Context: an optimization exercise on an open-source flow, tuned for small area, a short achievable clock period and few clock cycles per item. The choices shown serve that exercise and are no tape-out recipe.
Function was checked by simulation only, so behaviour that the tests miss may differ from the original.

== wip/willow ==
// sx_tag_engine
module sx_tag_engine (
  input  wire         clk,
  input  wire         rst,         
  input  wire         start,
  output wire         ready,
  input  wire [127:0] key,
  input  wire [63:0]  uid,
  input  wire [15:0]  acmd,
  input  wire [31:0]  acnt,
  input  wire [15:0]  alen,
  input  wire [63:0]  atag,
  input  wire         in_valid,
  output wire         in_ready,
  input  wire [15:0]  in_data,
  output reg          done,
  output wire [63:0]  tag,
  output wire         match
);
  localparam [1:0] P_IDLE = 2'd0,    
                   P_MSG  = 2'd1,    
                   P_L    = 2'd2,    
                   P_FIN  = 2'd3;    
  reg  [1:0]   ph;
  reg  [127:0] st;         
  reg  [127:0] rk;         
  reg  [127:0] blk;        
  reg  [3:0]   rnd;        
  reg          last;       
  reg  [14:0]  wrem;       
  reg          wodd;       
  reg          wz;         
  reg  [2:0]   wpos;       
  reg          bfull;      
  reg  [7:0] rcon;
  always @(*) begin
    case (rnd)
      4'd1:    rcon = 8'h01;
      4'd2:    rcon = 8'h02;
      4'd3:    rcon = 8'h04;
      4'd4:    rcon = 8'h08;
      4'd5:    rcon = 8'h10;
      4'd6:    rcon = 8'h20;
      4'd7:    rcon = 8'h40;
      4'd8:    rcon = 8'h80;
      4'd9:    rcon = 8'h1b;
      default: rcon = 8'h36;
    endcase
  end
  ...
clock: 8.0 ns
lec_check: 0
cap_margin: 10
cell_pad_in_sites_detail_placement: 1
core_margin: 2
core_utilization: 30
place_density: 0.5
setup_slack_margin: 2.5
slew_margin: 10
synth_hierarchical: 1
synth_minimum_keep_size: 0
standard.sh (not shown) runs the stock make flow with config.mk's settings and CLKGATE_MAP_FILE= SYNTH_SCRIPT=/design/flow/synth_recipe.tcl, a recipe that flattens the netlist after the stock synthesis.
==> flow/flow/run.sh <==
#!/bin/bash
# The standard layout (standard.sh), with one change: the port buffers that
# global placement adds are sky130_fd_sc_hd__buf_1 instead of the delay buffer
# buffer_ports picks by itself.  The whole output goes to standard.log here.
set -euo pipefail
export BUFFER_PORTS_ARGS="-buffer_cell sky130_fd_sc_hd__buf_1"
bash standard.sh > standard.log 2>&1
Testbench counts of wip/willow, summed over its fixed seeds: cycles 13,264, items 256.
For wip/tundra, these inputs were changed with respect to wip/willow:
- CAP_MARGIN: 10 -> 20
- CORE_UTILIZATION: 30 -> 25
- PLACE_DENSITY: 0.5 -> 0.45
- SLEW_MARGIN: 10 -> 20
==> comparison <==
- Going from wip/willow to wip/tundra, the total non-filler cell area in the finished layout was found to have gone up by 2.0%.
- In wip/tundra the worst hold slack turned out 0.012 ns lower than in wip/willow.
- Looking at share of the final layout cell area in sequential cells across wip/tundra and wip/willow, the one that comes out higher is wip/willow.
- The clock slew seen by the registers of the worst setup and hold paths was comparable across wip/tundra and wip/willow.
- On worst slack after detailed placement, wip/willow loses to wip/tundra.
Inputs modified between wip/tundra and wip/cedar:
- a change of CORE_UTILIZATION from 25 to 30
- a change of PLACE_DENSITY from 0.45 to 0.5
- an added CTS_CLUSTER_SIZE of 18
wip/cedar finished every stage and its layout cleared the timing, DRC and antenna checks.
Delta (wip/cedar minus wip/tundra): post-synthesis to final-layout area growth now sits lower; worst setup slack now larger; last weighted congestion value of the routability-driven placer up about 1.8%.
Any difference in number of nets in the layout between wip/cedar and wip/tundra is small enough to ignore.
Summary: with wip/tundra as the reference, total vias in the final route in wip/cedar moved up slightly.
## Diff of input files: wip/umber against wip/cedar
- CTS_CLUSTER_SIZE: 18 -> unset
## What came out
Re hold slack: no difference whatsoever between wip/umber and wip/cedar.
From wip/umber to wip/cedar, total DRC errors in the routed layout did not move at all.
Final net count: wip/umber vs wip/cedar identical
Diff wip/cedar..wip/umber | maximum net fanout on the critical path | negligible
Number of buffers added by the clock tree synthesis step came out exactly the same in wip/cedar and wip/umber.
As far as layout overhead on the synthesized area goes, wip/umber and wip/cedar are indistinguishable; the numbers are identical.
wip/umber ended with every stage complete and zero timing, DRC or antenna violations.
Number of buffer and inverter instances along the worst setup path came out exactly the same in wip/cedar and wip/umber.
Final core utilization: wip/umber vs wip/cedar identical
Re clock-buffer cell count: no difference whatsoever between wip/cedar and wip/umber.
Comparing wip/cedar against wip/umber, there is no change at all in sequential share of layout area.
Setup changes, wip/umber to wip/pepper
- GPL_ROUTABILITY_DRIVEN: unset -> 0
==> comparison <==
- Between wip/pepper and wip/umber, the difference in worst slack on hold paths is negligible.
- Looking at wip/pepper and wip/umber, the sequential share of layout area is a wash.
- Side by side, clock period minus worst slack turned out higher in wip/pepper than in wip/umber.
- For the sum of routed wire length over all layers, wip/pepper came in 3600 um lower than wip/umber did.

==> separate check: timing with driven ports <==
No port has a modelled driver above. Below, the same layouts with a new extraction and two added sets of constraints.
Step 1 (the two cells are an assumption about what drives the block):
set clk [get_ports {clk}]
set_driving_cell -lib_cell sky130_fd_sc_hd__clkbuf_16 $clk
set_driving_cell -lib_cell sky130_fd_sc_hd__buf_2 [delete_from_list [all_inputs] $clk]
Step 2 moves the port delays by t, midway between the first and last clock arrival at a register: inputs arrive t later, outputs are due t later. That takes back most of the time a late clock gives input paths.
Three values: ideal ports, drivers, drivers and shift; two values: the first two.
| run | shift t [ns] | slack for setup (ns) | hold slack, ns | slew at the worst register clock pin (ns) | worst slew at a driven data input, ns |
|---|---|---|---|---|---|
| wip/willow | 0.776 | 2.576 / 2.576 / 2.147 | 0.513 / 0.513 / 0.513 | 0.07 / 0.07 | 0.26 |
| wip/tundra | 0.799 | 2.519 / 2.519 / 2.174 | 0.500 / 0.500 / 0.500 | 0.07 / 0.07 | 0.30 |
| wip/cedar | 0.796 | 2.548 / 2.548 / 2.179 | 0.511 / 0.511 / 0.511 | 0.07 / 0.07 | 0.26 |
| wip/umber | 0.796 | 2.548 / 2.548 / 2.179 | 0.511 / 0.511 / 0.511 | 0.07 / 0.07 | 0.26 |
| wip/pepper | 0.791 | 2.425 / 2.425 / 1.924 | 0.508 / 0.508 / 0.508 | 0.07 / 0.07 | 0.31 |
After both steps every run listed still meets setup and hold. The setup slack of wip/pepper, which loses most, moves by 0.000 ns with the drivers and by -0.501 ns with both steps.
